Context: an optimization exercise on an open-source flow, tuned for small area and a short achievable clock period. The choices shown serve that exercise and are no tape-out recipe. The RTL was checked by simulation tests, not by an equivalence proof against the original design. No activity file was given, so power comes from the tool's default toggle rates.

[flow/config.mk]
export PLATFORM = sky130hd
export DESIGN_NAME = janus_cmp
export DESIGN_NICKNAME = janus_cmp
export VERILOG_FILES = /design/flow/design.v
export SDC_FILE = /design/flow/constraint.sdc
export NUM_CORES = 4
export LEC_CHECK = 0
export CAP_MARGIN = 20
export CORE_MARGIN = 2
export CORE_UTILIZATION = 50
export CTS_CLUSTER_DIAMETER = 90
export CTS_CLUSTER_SIZE = 24
export SLEW_MARGIN = 20
[flow/constraint.sdc]
create_clock -name core_clock -period 33.0 [get_ports {clk}]
set_input_delay 6.6000 -clock core_clock [delete_from_list [all_inputs] [get_ports {clk}]]
set_output_delay 6.6000 -clock core_clock [all_outputs]
set_load 0.01 [all_outputs]
[flow/design.v]
module janus_decode (
    input  wire [29:0] coded,
    output wire [29:0] q,        
    output wire        rem_zero  
);
    wire [29:0] c = coded;
    wire [29:0] nc = ~c;
    wire s1 = nc[23] ^ c[21];
    wire k2 = nc[23] & c[21];
    wire s3 = nc[24] ^ c[22] ^ nc[20];
    wire k4 = (nc[24] & c[22]) | (nc[24] & nc[20]) | (c[22] & nc[20]);
    wire s5 = nc[25] ^ c[23] ^ nc[21];
    wire k6 = (nc[25] & c[23]) | (nc[25] & nc[21]) | (c[23] & nc[21]);
    wire s7 = nc[26] ^ c[24] ^ nc[22];
    wire k8 = (nc[26] & c[24]) | (nc[26] & nc[22]) | (c[24] & nc[22]);
    wire s9 = nc[27] ^ c[25] ^ nc[23];
    wire k10 = (nc[27] & c[25]) | (nc[27] & nc[23]) | (c[25] & nc[23]);
    wire s11 = nc[28] ^ c[26] ^ nc[24];
    wire k12 = (nc[28] & c[26]) | (nc[28] & nc[24]) | (c[26] & nc[24]);
    wire s13 = nc[29] ^ c[27] ^ nc[25];
    wire k14 = (nc[29] & c[27]) | (nc[29] & nc[25]) | (c[27] & nc[25]);
    wire s15 = c[21] ^ nc[18];
    wire k16 = c[21] & nc[18];
    wire s17 = nc[13] ^ c[11];
    wire k18 = nc[13] & c[11];
    wire s19 = nc[14] ^ c[12];
    wire k20 = nc[14] & c[12];
    wire s21 = nc[15] ^ c[13];
    wire k22 = nc[15] & c[13];
    wire s23 = nc[16] ^ c[14] ^ nc[12];
    wire k24 = (nc[16] & c[14]) | (nc[16] & nc[12]) | (c[14] & nc[12]);
    wire s25 = c[8] ^ nc[5];
    wire k26 = c[8] & nc[5];
    wire s27 = nc[17] ^ c[15] ^ nc[13];
    wire k28 = (nc[17] & c[15]) | (nc[17] & nc[13]) | (c[15] & nc[13]);
    wire s29 = c[9] ^ nc[6];
    wire k30 = c[9] & nc[6];
    wire s31 = nc[18] ^ c[16] ^ nc[14];
    wire k32 = (nc[18] & c[16]) | (nc[18] & nc[14]) | (c[16] & nc[14]);
    wire s33 = c[10] ^ nc[7] ^ nc[5];
    wire k34 = (c[10] & nc[7]) | (c[10] & nc[5]) | (nc[7] & nc[5]);
    wire s35 = nc[2] ^ nc[0];
    wire k36 = nc[2] & nc[0];
    wire s37 = nc[19] ^ c[17] ^ nc[15];
    wire k38 = (nc[19] & c[17]) | (nc[19] & nc[15]) | (c[17] & nc[15]);
    wire s39 = c[11] ^ nc[8] ^ nc[6];
    wire k40 = (c[11] & nc[8]) | (c[11] & nc[6]) | (nc[8] & nc[6]);
    wire s41 = nc[3] ^ nc[1];
    wire k42 = nc[3] & nc[1];
    wire s43 = nc[20] ^ c[18] ^ nc[16];
    wire k44 = (nc[20] & c[18]) | (nc[20] & nc[16]) | (c[18] & nc[16]);
    wire s45 = c[12] ^ nc[9] ^ nc[7];
    wire k46 = (c[12] & nc[9]) | (c[12] & nc[7]) | (nc[9] & nc[7]);
    wire s47 = nc[4] ^ nc[2] ^ c[0];
    wire k48 = (nc[4] & nc[2]) | (nc[4] & c[0]) | (nc[2] & c[0]);
    wire s49 = nc[21] ^ c[19] ^ nc[17];
    wire k50 = (nc[21] & c[19]) | (nc[21] & nc[17]) | (c[19] & nc[17]);
    wire s51 = c[13] ^ nc[10] ^ nc[8];
    wire k52 = (c[13] & nc[10]) | (c[13] & nc[8]) | (nc[10] & nc[8]);
    wire s53 = nc[5] ^ nc[3] ^ c[1];
    wire k54 = (nc[5] & nc[3]) | (nc[5] & c[1]) | (nc[3] & c[1]);
    wire s55 = nc[22] ^ c[20] ^ nc[18];
    wire k56 = (nc[22] & c[20]) | (nc[22] & nc[18]) | (c[20] & nc[18]);
    wire s57 = c[14] ^ nc[11] ^ nc[9];
    wire k58 = (c[14] & nc[11]) | (c[14] & nc[9]) | (nc[11] & nc[9]);
    wire s59 = nc[6] ^ nc[4] ^ c[2];
    wire k60 = (nc[6] & nc[4]) | (nc[6] & c[2]) | (nc[4] & c[2]);
    wire s61 = nc[19] ^ c[15] ^ nc[12];
    wire k62 = (nc[19] & c[15]) | (nc[19] & nc[12]) | (c[15] & nc[12]);
    wire s63 = nc[10] ^ nc[7] ^ nc[5];
    wire k64 = (nc[10] & nc[7]) | (nc[10] & nc[5]) | (nc[7] & nc[5]);
    wire s65 = c[3] ^ c[0] ^ s1;
    wire k66 = (c[3] & c[0]) | (c[3] & s1) | (c[0] & s1);
    wire s67 = c[16] ^ nc[13] ^ nc[11];
    wire k68 = (c[16] & nc[13]) | (c[16] & nc[11]) | (nc[13] & nc[11]);
    wire s69 = nc[8] ^ nc[6] ^ c[4];
    wire k70 = (nc[8] & nc[6]) | (nc[8] & c[4]) | (nc[6] & c[4]);
    wire s71 = c[1] ^ k2 ^ s3;
    wire k72 = (c[1] & k2) | (c[1] & s3) | (k2 & s3);
    wire s73 = c[17] ^ nc[14] ^ nc[12];
    wire k74 = (c[17] & nc[14]) | (c[17] & nc[12]) | (nc[14] & nc[12]);
    wire s75 = nc[9] ^ nc[7] ^ c[5];
    wire k76 = (nc[9] & nc[7]) | (nc[9] & c[5]) | (nc[7] & c[5]);
    wire s77 = c[2] ^ k4 ^ s5;
    wire k78 = (c[2] & k4) | (c[2] & s5) | (k4 & s5);
    wire s79 = c[18] ^ nc[15] ^ nc[13];
    wire k80 = (c[18] & nc[15]) | (c[18] & nc[13]) | (nc[15] & nc[13]);
    wire s81 = nc[10] ^ nc[8] ^ c[6];
    wire k82 = (nc[10] & nc[8]) | (nc[10] & c[6]) | (nc[8] & c[6]);
    wire s83 = c[3] ^ k6 ^ s7;
    wire k84 = (c[3] & k6) | (c[3] & s7) | (k6 & s7);
    wire s85 = c[19] ^ nc[16] ^ nc[14];
    wire k86 = (c[19] & nc[16]) | (c[19] & nc[14]) | (nc[16] & nc[14]);
    wire s87 = nc[11] ^ nc[9] ^ c[7];
    wire k88 = (nc[11] & nc[9]) | (nc[11] & c[7]) | (nc[9] & c[7]);
    wire s89 = c[4] ^ k8 ^ s9;
    wire k90 = (c[4] & k8) | (c[4] & s9) | (k8 & s9);
    wire s91 = c[20] ^ nc[17] ^ nc[15];
    wire k92 = (c[20] & nc[17]) | (c[20] & nc[15]) | (nc[17] & nc[15]);
    wire s93 = nc[12] ^ nc[10] ^ c[8];
    wire k94 = (nc[12] & nc[10]) | (nc[12] & c[8]) | (nc[10] & c[8]);
    wire s95 = c[5] ^ k10 ^ s11;
    wire k96 = (c[5] & k10) | (c[5] & s11) | (k10 & s11);
    wire s97 = nc[16] ^ nc[13] ^ nc[11];
    wire k98 = (nc[16] & nc[13]) | (nc[16] & nc[11]) | (nc[13] & nc[11]);
    wire s99 = c[9] ^ c[6] ^ c[0];
    wire k100 = (c[9] & c[6]) | (c[9] & c[0]) | (c[6] & c[0]);
    wire s101 = k12 ^ s13 ^ s15;
    wire k102 = (k12 & s13) | (k12 & s15) | (s13 & s15);
    wire s103 = nc[11] ^ c[9] ^ nc[7];
    wire k104 = (nc[11] & c[9]) | (nc[11] & nc[7]) | (c[9] & nc[7]);
    wire s105 = nc[12] ^ c[10] ^ nc[8];
    wire k106 = (nc[12] & c[10]) | (nc[12] & nc[8]) | (c[10] & nc[8]);
    wire s107 = nc[9] ^ c[5] ^ nc[2];
    wire k108 = (nc[9] & c[5]) | (nc[9] & nc[2]) | (c[5] & nc[2]);
    wire s109 = nc[0] ^ 1'b1;
    wire k110 = nc[0] & 1'b1;
    wire s111 = nc[10] ^ c[6] ^ nc[3];
    wire k112 = (nc[10] & c[6]) | (nc[10] & nc[3]) | (c[6] & nc[3]);
    wire s113 = nc[1] ^ k18 ^ s19;
    wire k114 = (nc[1] & k18) | (nc[1] & s19) | (k18 & s19);
    wire s115 = nc[11] ^ c[7] ^ nc[4];
    wire k116 = (nc[11] & c[7]) | (nc[11] & nc[4]) | (c[7] & nc[4]);
    wire s117 = nc[2] ^ k20 ^ s21;
    wire k118 = (nc[2] & k20) | (nc[2] & s21) | (k20 & s21);
    wire s119 = nc[3] ^ nc[0] ^ 1'b1;
    wire k120 = (nc[3] & nc[0]) | (nc[3] & 1'b1) | (nc[0] & 1'b1);
    wire s121 = k22 ^ s23 ^ s25;
    wire k122 = (k22 & s23) | (k22 & s25) | (s23 & s25);
    wire s123 = nc[4] ^ nc[1] ^ k24;
    wire k124 = (nc[4] & nc[1]) | (nc[4] & k24) | (nc[1] & k24);
    wire s125 = k26 ^ s27 ^ s29;
    wire k126 = (k26 & s27) | (k26 & s29) | (s27 & s29);
    wire s127 = 1'b1 ^ k28 ^ k30;
    wire k128 = (1'b1 & k28) | (1'b1 & k30) | (k28 & k30);
    wire s129 = s31 ^ s33 ^ s35;
    wire k130 = (s31 & s33) | (s31 & s35) | (s33 & s35);
    wire s131 = k32 ^ k34 ^ k36;
    wire k132 = (k32 & k34) | (k32 & k36) | (k34 & k36);
    wire s133 = s37 ^ s39 ^ s41;
    wire k134 = (s37 & s39) | (s37 & s41) | (s39 & s41);
    wire s135 = k38 ^ k40 ^ k42;
    wire k136 = (k38 & k40) | (k38 & k42) | (k40 & k42);
    wire s137 = s43 ^ s45 ^ s47;
    wire k138 = (s43 & s45) | (s43 & s47) | (s45 & s47);
    wire s139 = k44 ^ k46 ^ k48;
    wire k140 = (k44 & k46) | (k44 & k48) | (k46 & k48);
    wire s141 = s49 ^ s51 ^ s53;
    wire k142 = (s49 & s51) | (s49 & s53) | (s51 & s53);
    wire s143 = k50 ^ k52 ^ k54;
    wire k144 = (k50 & k52) | (k50 & k54) | (k52 & k54);
    wire s145 = s55 ^ s57 ^ s59;
    wire k146 = (s55 & s57) | (s55 & s59) | (s57 & s59);
    wire s147 = k56 ^ k58 ^ k60;
    wire k148 = (k56 & k58) | (k56 & k60) | (k58 & k60);
    wire s149 = s61 ^ s63 ^ s65;
    wire k150 = (s61 & s63) | (s61 & s65) | (s63 & s65);
    wire s151 = k62 ^ k64 ^ k66;
    wire k152 = (k62 & k64) | (k62 & k66) | (k64 & k66);
    wire s153 = s67 ^ s69 ^ s71;
    wire k154 = (s67 & s69) | (s67 & s71) | (s69 & s71);
    wire s155 = k68 ^ k70 ^ k72;
    wire k156 = (k68 & k70) | (k68 & k72) | (k70 & k72);
    wire s157 = s73 ^ s75 ^ s77;
    wire k158 = (s73 & s75) | (s73 & s77) | (s75 & s77);
    wire s159 = k74 ^ k76 ^ k78;
    wire k160 = (k74 & k76) | (k74 & k78) | (k76 & k78);
    wire s161 = s79 ^ s81 ^ s83;
    wire k162 = (s79 & s81) | (s79 & s83) | (s81 & s83);
    wire s163 = k80 ^ k82 ^ k84;
    wire k164 = (k80 & k82) | (k80 & k84) | (k82 & k84);
    wire s165 = s85 ^ s87 ^ s89;
    wire k166 = (s85 & s87) | (s85 & s89) | (s87 & s89);
    wire s167 = k86 ^ k88 ^ k90;
    wire k168 = (k86 & k88) | (k86 & k90) | (k88 & k90);
    wire s169 = s91 ^ s93 ^ s95;
    wire k170 = (s91 & s93) | (s91 & s95) | (s93 & s95);
    wire s171 = k92 ^ k94 ^ k96;
    wire k172 = (k92 & k94) | (k92 & k96) | (k94 & k96);
    wire s173 = s97 ^ s99 ^ s101;
    wire k174 = (s97 & s99) | (s97 & s101) | (s99 & s101);
    wire s175 = nc[4] ^ c[2];
    wire k176 = nc[4] & c[2];
    wire s177 = nc[5] ^ c[3];
    wire k178 = nc[5] & c[3];
    wire s179 = nc[6] ^ c[4];
    wire k180 = nc[6] & c[4];
    wire s181 = nc[7] ^ c[5];
    wire k182 = nc[7] & c[5];
    wire s183 = nc[8] ^ c[6] ^ nc[4];
    wire k184 = (nc[8] & c[6]) | (nc[8] & nc[4]) | (c[6] & nc[4]);
    wire s185 = nc[9] ^ c[7] ^ nc[5];
    wire k186 = (nc[9] & c[7]) | (nc[9] & nc[5]) | (c[7] & nc[5]);
    wire s187 = nc[10] ^ c[8] ^ nc[6];
    wire k188 = (nc[10] & c[8]) | (nc[10] & nc[6]) | (c[8] & nc[6]);
    wire s189 = c[3] ^ nc[0] ^ 1'b1;
    wire k190 = (c[3] & nc[0]) | (c[3] & 1'b1) | (nc[0] & 1'b1);
    wire s191 = c[4] ^ nc[1] ^ k104;
    wire k192 = (c[4] & nc[1]) | (c[4] & k104) | (nc[1] & k104);
    wire s193 = s17 ^ k106 ^ s107;
    wire k194 = (s17 & k106) | (s17 & s107) | (k106 & s107);
    wire s195 = k108 ^ k110 ^ s111;
    wire k196 = (k108 & k110) | (k108 & s111) | (k110 & s111);
    wire s197 = k112 ^ k114 ^ s115;
    wire k198 = (k112 & k114) | (k112 & s115) | (k114 & s115);
    wire s199 = k116 ^ k118 ^ s119;
    wire k200 = (k116 & k118) | (k116 & s119) | (k118 & s119);
    wire s201 = k120 ^ k122 ^ s123;
    wire k202 = (k120 & k122) | (k120 & s123) | (k122 & s123);
    wire s203 = k124 ^ k126 ^ s127;
    wire k204 = (k124 & k126) | (k124 & s127) | (k126 & s127);
    wire s205 = k128 ^ k130 ^ s131;
    wire k206 = (k128 & k130) | (k128 & s131) | (k130 & s131);
    wire s207 = k132 ^ k134 ^ s135;
    wire k208 = (k132 & k134) | (k132 & s135) | (k134 & s135);
    wire s209 = k136 ^ k138 ^ s139;
    wire k210 = (k136 & k138) | (k136 & s139) | (k138 & s139);
    wire s211 = k140 ^ k142 ^ s143;
    wire k212 = (k140 & k142) | (k140 & s143) | (k142 & s143);
    wire s213 = k144 ^ k146 ^ s147;
    wire k214 = (k144 & k146) | (k144 & s147) | (k146 & s147);
    wire s215 = k148 ^ k150 ^ s151;
    wire k216 = (k148 & k150) | (k148 & s151) | (k150 & s151);
    wire s217 = k152 ^ k154 ^ s155;
    wire k218 = (k152 & k154) | (k152 & s155) | (k154 & s155);
    wire s219 = k156 ^ k158 ^ s159;
    wire k220 = (k156 & k158) | (k156 & s159) | (k158 & s159);
    wire s221 = k160 ^ k162 ^ s163;
    wire k222 = (k160 & k162) | (k160 & s163) | (k162 & s163);
    wire s223 = k164 ^ k166 ^ s167;
    wire k224 = (k164 & k166) | (k164 & s167) | (k166 & s167);
    wire s225 = k168 ^ k170 ^ s171;
    wire k226 = (k168 & k170) | (k168 & s171) | (k170 & s171);
    wire s227 = nc[0] ^ 1'b1;
    wire k228 = nc[0] & 1'b1;
    wire s229 = nc[1] ^ k176 ^ s177;
    wire k230 = (nc[1] & k176) | (nc[1] & s177) | (k176 & s177);
    wire s231 = nc[2] ^ k178 ^ s179;
    wire k232 = (nc[2] & k178) | (nc[2] & s179) | (k178 & s179);
    wire s233 = nc[3] ^ k180 ^ s181;
    wire k234 = (nc[3] & k180) | (nc[3] & s181) | (k180 & s181);
    wire s235 = c[0] ^ k182 ^ s183;
    wire k236 = (c[0] & k182) | (c[0] & s183) | (k182 & s183);
    wire s237 = c[1] ^ k184 ^ s185;
    wire k238 = (c[1] & k184) | (c[1] & s185) | (k184 & s185);
    wire s239 = c[2] ^ k186 ^ s187;
    wire k240 = (c[2] & k186) | (c[2] & s187) | (k186 & s187);
    wire s241 = s103 ^ k188 ^ s189;
    wire k242 = (s103 & k188) | (s103 & s189) | (k188 & s189);
    wire s243 = s105 ^ k190 ^ s191;
    wire k244 = (s105 & k190) | (s105 & s191) | (k190 & s191);
    wire s245 = s109 ^ k192 ^ s193;
    wire k246 = (s109 & k192) | (s109 & s193) | (k192 & s193);
    wire s247 = s113 ^ k194 ^ s195;
    wire k248 = (s113 & k194) | (s113 & s195) | (k194 & s195);
    wire s249 = s117 ^ k196 ^ s197;
    wire k250 = (s117 & k196) | (s117 & s197) | (k196 & s197);
    wire s251 = s121 ^ k198 ^ s199;
    wire k252 = (s121 & k198) | (s121 & s199) | (k198 & s199);
    wire s253 = s125 ^ k200 ^ s201;
    wire k254 = (s125 & k200) | (s125 & s201) | (k200 & s201);
    wire s255 = s129 ^ k202 ^ s203;
    wire k256 = (s129 & k202) | (s129 & s203) | (k202 & s203);
    wire s257 = s133 ^ k204 ^ s205;
    wire k258 = (s133 & k204) | (s133 & s205) | (k204 & s205);
    wire s259 = s137 ^ k206 ^ s207;
    wire k260 = (s137 & k206) | (s137 & s207) | (k206 & s207);
    wire s261 = s141 ^ k208 ^ s209;
    wire k262 = (s141 & k208) | (s141 & s209) | (k208 & s209);
    wire s263 = s145 ^ k210 ^ s211;
    wire k264 = (s145 & k210) | (s145 & s211) | (k210 & s211);
    wire s265 = s149 ^ k212 ^ s213;
    wire k266 = (s149 & k212) | (s149 & s213) | (k212 & s213);
    wire s267 = s153 ^ k214 ^ s215;
    wire k268 = (s153 & k214) | (s153 & s215) | (k214 & s215);
    wire s269 = s157 ^ k216 ^ s217;
    wire k270 = (s157 & k216) | (s157 & s217) | (k216 & s217);
    wire s271 = s161 ^ k218 ^ s219;
    wire k272 = (s161 & k218) | (s161 & s219) | (k218 & s219);
    wire s273 = s165 ^ k220 ^ s221;
    wire k274 = (s165 & k220) | (s165 & s221) | (k220 & s221);
    wire s275 = s169 ^ k222 ^ s223;
    wire k276 = (s169 & k222) | (s169 & s223) | (k222 & s223);
    wire s277 = s173 ^ k224 ^ s225;
    wire k278 = (s173 & k224) | (s173 & s225) | (k224 & s225);
    wire [29:0] r0 = {k276, k274, k272, k270, k268, k266, k264, k262, k260, k258, k256, k254, k252, k250, k248, k246, k244, k242, k240, k238, k236, k234, k232, k230, k228, s175, nc[3], nc[2], nc[1], nc[0]};
    wire [29:0] r1 = {s277, s275, s273, s271, s269, s267, s265, s263, s261, s259, s257, s255, s253, s251, s249, s247, s245, s243, s241, s239, s237, s235, s233, s231, s229, s227, c[1], c[0], 1'b0, 1'b1};
    assign q = r0 + r1;
    wire signed [29:0] qs = q;
    assign rem_zero = (qs <= 30'sd9099506) && (qs >= -30'sd9099506);
endmodule
module janus_rail (
    input  wire [29:0] q,
    input  wire [23:0] plain,
    input  wire        par,
    output wire        parity_ok,
    output wire        value_ok     
);
    assign parity_ok = ~^{par, plain};
    assign value_ok  = (q == {{6{plain[23]}}, plain});
endmodule
module janus_cmp (
    input  wire        clk,
    input  wire        rst,
    input  wire        in_valid,
    input  wire        in_first,
    input  wire        in_last,
    input  wire [3:0]  in_axis,
    input  wire [29:0] in_coded,
    input  wire [23:0] in_plain_a,
    input  wire        in_par_a,
    input  wire [23:0] in_plain_b,
    input  wire        in_par_b,
    input  wire [5:0]  in_flags_plain,
    input  wire [5:0]  in_flags_coded,
    input  wire        cap_first,
    input  wire        clr_cnt,
    input  wire        clr_cap,
    output wire        v_valid,
    output wire [3:0]  v_axis,
    output wire        v_match,
    output wire [1:0]  v_rails,
    output wire [1:0]  v_cause,
    output wire [5:0]  v_word,
    output wire        v_plain_ok,
    output wire        v_coded_ok,
    output wire [23:0] v_plain,
    output wire [29:0] v_coded,
    input  wire [3:0]  rd_addr,
    output reg  [31:0] rd_data
);
    localparam [1:0] C_VALUE = 2'd0, C_REMAINDER = 2'd1, C_FLAG = 2'd2, C_PARITY = 2'd3;
    wire [29:0] q;
    wire        rem_zero;
    wire        pok_a, pok_b, vok_a, vok_b;
    janus_decode dec (.coded(in_coded), .q(q), .rem_zero(rem_zero));
    janus_rail rail_a (.q(q), .plain(in_plain_a), .par(in_par_a), .parity_ok(pok_a), .value_ok(vok_a));
    janus_rail rail_b (.q(q), .plain(in_plain_b), .par(in_par_b), .parity_ok(pok_b), .value_ok(vok_b));
    wire       fail_a  = ~pok_a | ~vok_a;
    wire       fail_b  = ~pok_b | ~vok_b;
    wire [1:0] cause_a = ~pok_a ? C_PARITY : ~rem_zero ? C_REMAINDER : C_VALUE;
    wire [1:0] cause_b = ~pok_b ? C_PARITY : ~rem_zero ? C_REMAINDER : C_VALUE;
    reg        s_afound, s_bfound, s_pbad, s_cbad;
    reg [5:0]  s_idx;
    reg [3:0]  s_axis;
    reg [1:0]  r_cause;       
    reg [5:0]  r_word;
    reg [23:0] r_plain;
    reg [29:0] r_coded;
    reg [23:0] w0_plain;      
    reg [29:0] w0_coded;
    reg [5:0]  s_fp, s_fc;    
    reg        s_done;
    wire       p_afound = ~in_first & s_afound;
    wire       p_bfound = ~in_first & s_bfound;
    wire [5:0] p_idx    = in_first ? 6'd0 : s_idx;
    wire take_a = ~p_afound & fail_a;
    wire take_b = ~p_afound & ~p_bfound & ~fail_a & fail_b;
    always @(posedge clk) begin
        s_fp <= in_flags_plain;
        s_fc <= in_flags_coded;
        if (in_valid) begin
            s_afound <= p_afound | fail_a;
            s_bfound <= p_bfound | fail_b;
            s_pbad   <= (~in_first & s_pbad) | ~pok_a | ~pok_b;
            s_cbad   <= (~in_first & s_cbad) | ~rem_zero;
            s_idx    <= p_idx + 6'd1;
            if (in_first) begin
                s_axis   <= in_axis;
                w0_plain <= in_plain_a;
                w0_coded <= in_coded;
            end
            if (take_a | take_b) begin
                r_cause <= take_a ? cause_a : cause_b;
                r_word  <= p_idx;
                r_plain <= take_a ? in_plain_a : in_plain_b;
                r_coded <= in_coded;
            end
        end
    end
    always @(posedge clk) begin
        if (rst)
            s_done <= 1'b0;
        else
            s_done <= in_valid & in_last;
    end
    wire flag_mis = (s_fp != s_fc);
    wire a_mis    = s_afound | flag_mis;
    wire b_mis    = s_bfound | flag_mis;
    wire use_w0   = ~s_afound & flag_mis;                   
    wire use_rec  = s_afound | (~flag_mis & s_bfound);
    assign v_valid    = s_done;
    assign v_axis     = s_axis;
    assign v_rails    = {b_mis, a_mis};
    assign v_match    = ~a_mis & ~b_mis;
    assign v_cause    = use_w0 ? C_FLAG : use_rec ? r_cause : 2'd0;
    assign v_word     = use_rec ? r_word : 6'd0;
    assign v_plain    = use_w0 ? w0_plain : use_rec ? r_plain : 24'd0;
    assign v_coded    = use_w0 ? w0_coded : use_rec ? r_coded : 30'd0;
    assign v_plain_ok = ~s_pbad;
    assign v_coded_ok = ~s_cbad;
    reg [15:0] cnt_mis;
    reg [7:0]  cnt_rail;
    reg [15:0] cnt_par;
    reg [15:0] axcnt [0:15];
    reg        cap_armed;
    reg [1:0]  cap_cause;
    reg [1:0]  cap_rails;
    reg [3:0]  cap_axis;
    reg [5:0]  cap_word;
    reg [23:0] cap_plain;
    reg [29:0] cap_coded;
    reg [5:0]  cap_fp, cap_fc;
    wire mis_now  = s_done & ~v_match;
    wire rail_now = s_done & (a_mis ^ b_mis);
    wire par_now  = mis_now & (v_cause == C_PARITY);
    wire cap_now  = mis_now & (~cap_first | cap_armed | clr_cap);
    function [15:0] bump16(input [15:0] c, input clr, input inc);
        reg [15:0] b;
        begin
            b = clr ? 16'd0 : c;
            bump16 = (inc && b != 16'hFFFF) ? b + 16'd1 : b;
        end
    endfunction
    function [7:0] bump8(input [7:0] c, input clr, input inc);
        reg [7:0] b;
        begin
            b = clr ? 8'd0 : c;
            bump8 = (inc && b != 8'hFF) ? b + 8'd1 : b;
        end
    endfunction
    wire [15:0] ax_cur = axcnt[s_axis];
    wire [15:0] ax_nxt = (&ax_cur) ? ax_cur : ax_cur + 16'd1;
    integer k;
    always @(posedge clk) begin
        if (rst) begin
            cnt_mis  <= 16'd0;
            cnt_rail <= 8'd0;
            cnt_par  <= 16'd0;
        end else begin
            cnt_mis  <= bump16(cnt_mis, clr_cnt, mis_now);
            cnt_rail <= bump8(cnt_rail, clr_cnt, rail_now);
            cnt_par  <= bump16(cnt_par, clr_cnt, par_now);
        end
        for (k = 0; k < 16; k = k + 1) begin
            if (rst | clr_cnt)
                axcnt[k] <= {15'd0, ~rst & mis_now & (s_axis == k[3:0])};
            else if (mis_now && s_axis == k[3:0])
                axcnt[k] <= ax_nxt;
        end
    end
    always @(posedge clk) begin
        if (rst) begin
            cap_armed <= 1'b1;
            cap_cause <= 2'd0;
            cap_rails <= 2'd0;
            cap_axis  <= 4'd0;
            cap_word  <= 6'd0;
            cap_plain <= 24'd0;
            cap_coded <= 30'd0;
            cap_fp    <= 6'd0;
            cap_fc    <= 6'd0;
        end else if (cap_now) begin
            cap_armed <= 1'b0;
            cap_cause <= v_cause;
            cap_rails <= v_rails;
            cap_axis  <= v_axis;
            cap_word  <= v_word;
            cap_plain <= v_plain;
            cap_coded <= v_coded;
            cap_fp    <= s_fp;
            cap_fc    <= s_fc;
        end else if (clr_cap) begin
            cap_armed <= 1'b1;
            cap_cause <= 2'd0;
            cap_rails <= 2'd0;
            cap_axis  <= 4'd0;
            cap_word  <= 6'd0;
            cap_plain <= 24'd0;
            cap_coded <= 30'd0;
            cap_fp    <= 6'd0;
            cap_fc    <= 6'd0;
        end
    end
    wire [15:0] rs = 16'd1 << rd_addr;
    integer r;
    always @(*) begin
        rd_data = ({32{rs[0]}} & {cnt_mis, 16'd0})
                | ({32{rs[1]}} & {16'd0, cnt_rail, 8'd0})
                | ({32{rs[2]}} & {cnt_par, 16'd0})
                | ({32{rs[3]}} & {cap_cause, cap_rails, 5'd0, cap_axis, 13'd0, cap_word})
                | ({32{rs[4]}} & {8'd0, cap_plain})
                | ({32{rs[5]}} & {2'd0, cap_coded})
                | ({32{rs[6]}} & {18'd0, cap_fc, 2'd0, cap_fp})
                | ({32{rs[7]}} & {31'd0, cap_armed});
        for (r = 0; r < 8; r = r + 1)
            rd_data = rd_data | ({32{rs[8 + r]}} & {axcnt[2 * r + 1], axcnt[2 * r]});
    end
endmodule
[flow/flow/run.sh]
#!/bin/bash
# Own layout flow:
#  1. the standard synthesis (standard.sh synth), unchanged;
#  2. the combinational logic between the standard synthesis's flip-flops is
#     mapped again by abc: the cone of rd_data (input to output, the path with
#     the least time) for delay, the rest for area. Flip-flops, their names and
#     cell types are kept as they are;
#  3. the standard layout of that netlist, with small port buffers and a
#     setup margin so that repair_timing sizes the paths that set the period.
# Each tool writes its full log to a file of its own here.
set -euo pipefail
R=orfs/results/${FLOW_PLATFORM}/janus_cmp/base
LIB=$FLOW_HOME/platforms/${FLOW_PLATFORM}/lib/sky130_fd_sc_hd__tt_025C_1v80.lib

bash standard.sh synth > synth.log 2>&1

cp $R/1_2_yosys.v std_synth.v
SEQ=$(grep -o "sky130_fd_sc_hd__[a-z0-9_]*" std_synth.v | sort -u | grep -E "__(df|edf|sdf|sedf|dl|sdl)" | tr '\n' ' ')
RULE=$(for s in $SEQ; do printf ":-%s" $s; done)
DU="-dont_use sky130_fd_sc_hd__probe_p_8 -dont_use sky130_fd_sc_hd__probec_p_8 -dont_use sky130_fd_sc_hd__lpflow_*"
cat > remap.ys <<EOT
read_liberty -ignore_miss_func $LIB
read_verilog std_synth.v
hierarchy -top $FLOW_TOP
blackbox $SEQ
flatten
opt -purge
select -set rd o:rd_data %ci*$RULE
abc -liberty $LIB $DU -dont_use sky130_fd_sc_hd__a222oi_1 -dont_use sky130_fd_sc_hd__a2111oi_0 -D 400 @rd
select -clear
abc -liberty $LIB $DU -script flow/area.abc
opt_clean -purge
splitnets
opt_clean -purge
hilomap -singleton -hicell sky130_fd_sc_hd__conb_1 HI -locell sky130_fd_sc_hd__conb_1 LO
tee -o remap_stat.txt stat -liberty $LIB
write_verilog -noattr -noexpr -nohex -nodec remapped.v
EOT
yosys -s remap.ys > remap.log 2>&1
cp remapped.v $R/1_2_yosys.v
rm -f $R/1_synth.odb $R/1_synth.sdc

bash standard.sh BUFFER_PORTS_ARGS="-buffer_cell sky130_fd_sc_hd__buf_1" SETUP_SLACK_MARGIN=18.3 finish > layout.log 2>&1
[flow/flow/area.abc]
strash
ifraig
scorr
dc2
strash
dch -f
amap -F 2 -A 8
strash
dch -f
amap -F 2 -A 8
topo
[flow/standard.sh]
#!/bin/bash
# synth_recipe.tcl (not shown) runs the flow's synth.tcl, then flattens the netlist and writes it again
# the make line also repeats each setting of config.mk as NAME=value (left out here)
make -C /OpenROAD-flow-scripts/flow DESIGN_CONFIG=/design/flow/config.mk WORK_HOME=/design/flow/orfs CLKGATE_MAP_FILE= SYNTH_SCRIPT=/design/flow/synth_recipe.tcl "${@:-finish}"
==> impl_metrics.tcl <==
set metrics [dict create \
    status "no timing/DRC/antenna violations" \
    dieHeight_um 237 \
    via_per_inst 6.88 \
    firstDrtPassIters 6 \
    areaGrowthSynthToFinish_pct 15.9 \
    crit_slowest_cell "a22oi_2" \
    avgSynthCellArea_um2 7.93 \
    cts_tree "yes" \
    drc_errors 0 \
    whs_ps 485 \
    placed_area_mm2 0.0295 \
    hold_violations 0 \
    cts_hold_buf 0 \
    routabilityCongestion 1.01 \
    cp_data_arrival_time_ps 8310 \
    fin_nets 3877 \
    netlist_instances 3425 \
    crit_fanout 9 \
    cts.clk_slew.worst_paths_ps 90 \
    worst_pin_slew_ps 1220 \
    clkSinkCount 520 \
    grt_pass1_wl_um 190000 \
    max_freq_mhz 67.1 \
    max_cap_violations 0 \
    core-area_mm2 0.0538 \
    drv_slew 0 \
    finalInstanceArea_mm2 0.0315 \
    fin_skew_ps 26.3 \
    tns_ps 0 \
    grt-ovfl-total 0 \
    rsz0062_at_grt "true" \
    vias 30854 \
    min_period_ps 14910 \
    clk_latency_ps 640 \
    cts-root-buf "clkbuf_16" \
    yosys_warnings 2 \
    cp-start-kind "input pin" \
    io_buffers 211 \
    crit_required_ps 26400 \
    die_area_mm2 0.0562 \
    htree_levels 1 \
    grt_usage 0.459 \
    final_antenna_net_count 0 \
    cts_buffers 29 \
    path_cells "buf_16, nor4bb_4, buf_6, buf_12, a22oi_2, nand3_1, or3_1, buf_2" \
    critPathKind "in -> out" \
    multi_input_area_mm2 0.0137 \
    wirelength_um 135000 \
    cellPowerDensity_mw_per_mm2 47.8 \
    initial_core_util 0.505 \
    synth.net_count 3533 \
    die_x_um 237 \
    netlist_area_mm2 0.0272 \
    slowest_delay_ps 420 \
    ir_worst_vdd_uv 54.1 \
    hpwl_um 95300 \
    finalSetupViolations 0 \
    clock_path_buffers 3 \
    rows 85 \
    slew_headroom 0.182 \
    hp-class "reg -> reg" \
    fin_crit_sh 0.452 \
    nFillCells 4908 \
    regArea_mm2 0.0119 \
    first_global_vias 28404 \
    crit_path_end_kind "output pin" \
    initialDrtViolationCount 4470 \
    wl_per_cell_um 30.2 \
    p_leak_nw 10.1 \
    io_pins 212 \
    grt_max_degree 81 \
    drive_gt1_frac 0.0607 \
    antenna_found_initial 7 \
]
==> power breakdown <==
| part | switching [mW] | internal [mW] |
|---|---|---|
| registers | 0.00864 | 0.672 |
| clock network | 0.240 | 0.172 |
| logic | 0.301 | 0.112 |
| total | 0.549 | 0.956 |
==> path summary, 6_finish.rpt <==
check | end | start | slack [ps] | cells after the start
worst max-delay path | rd_data[20] | rd_addr[2] | 18090 | 8
worst min-delay path | axcnt[12][7] | axcnt[12][7] | 490 | 2
worst max register to register | axcnt[1][3] | s_axis[0] | 24740 | 21
worst min register to register | axcnt[12][7] | axcnt[12][7] | 490 | 2
==> routing by layer <==
layer | track usage | routed length [um] | share of wire | up-vias
met5 | 0 | 47 | 0.00035 | -
met2 | 0.715 | 58100 | 0.43 | 2365
met3 | 0.104 | 16300 | 0.12 | 672
met1 | 0.553 | 48000 | 0.35 | 14340
met4 | 0.352 | 13100 | 0.096 | 6
li1 | - | - | - | 13471
==> critical path: cells and delay by family <==
family	cells	cell delay [ps]
and+or+nand+nor	3	700
AOI/OAI and AO/OA	1	420
buffers and inverters	4	570
==> flip-flops by register name (all words and copies together) (netlist names), 4 cells and up <==
signal	cells
cnt_rail	8
s_axis	4
s_idx	6
cap_word	6
cap_plain	24
cap_coded	30
s_fp	6
r_plain	24
cap_fc	6
r_coded	30
cap_fp	6
axcnt	256
s_fc	6
cnt_par	16
r_word	6
w0_plain	24
w0_coded	30
cap_axis	4
cnt_mis	16
==> cell usage in the layout, fill, tap and decap left out, types with 16 or more instances in the layout <==
master     count
a22o_1       108
clkinv_1     537
nor2_1       534
nor3_1        46
a221oi_2      17
dfxtp_1      374
a22oi_1      164
nand2_1      194
clkbuf_16     35
edfxtp_1     146
and2_0        23
a21oi_1      200
nor2b_1       35
nand3_1       53
a221oi_1      49
o221ai_1      17
o21ai_0      235
o22ai_1      422
or3_1         16
buf_1        189
nand4_1       17
a211oi_1      22
buf_4         67
==> area by class of cell <==
class	instances	area share
diodes	2	0.000159
clock inverters	11	0.00433
inverters	540	0.0647
flip-flops and latches	520	0.377
repair buffers	313	0.0668
well taps	696	0.0277
clock buffers	40	0.0244
multi-input cells	2365	0.435
==> repair_timing <==
action	in CTS	in global routing
buffers inserted	15	15
cloned	4	6
pin swaps	9	13
setup endpoints to repair	57	119
gates resized for setup	83	51
==> through the flow <==
step	total power [mW]	utilization	setup WS, ps	instances
finish	1.51	0.585	18090	4487
global route	1.55	0.585	18110	4485
CTS	1.48	0.576	18200	4462
detailed placement	1.08	0.549	17260	4392
global placement	1.07	0.548	17330	4392
floorplan	0.936	-	18300	3425

## what the ideal ports hide
The flow's constraints put no driver on any port. The routed layout listed below was extracted and timed again, unchanged, in two steps.
Step 1 sets driving cells, clkbuf_16 on the clock port and buf_2 on the other inputs (assumed; they add their load-dependent delay and slew).
Step 2 also shifts input and output timing later by t, the mid clock arrival at the registers, as if the neighbouring blocks saw the same clock.
a / b / c = ideal ports / drivers / drivers and shift; a / b = the first two.
shift t [ns]: 0.690
setup WS [ns]: 18.088 / 17.982 / 17.982
latest minus earliest clock arrival (ns): 0.026 / 0.026
cell pins on the clock port's net: 1
After both steps setup and hold are still met in this run. For this run, drivers alone change the setup slack by -0.106 ns; drivers and shift together by -0.106 ns.
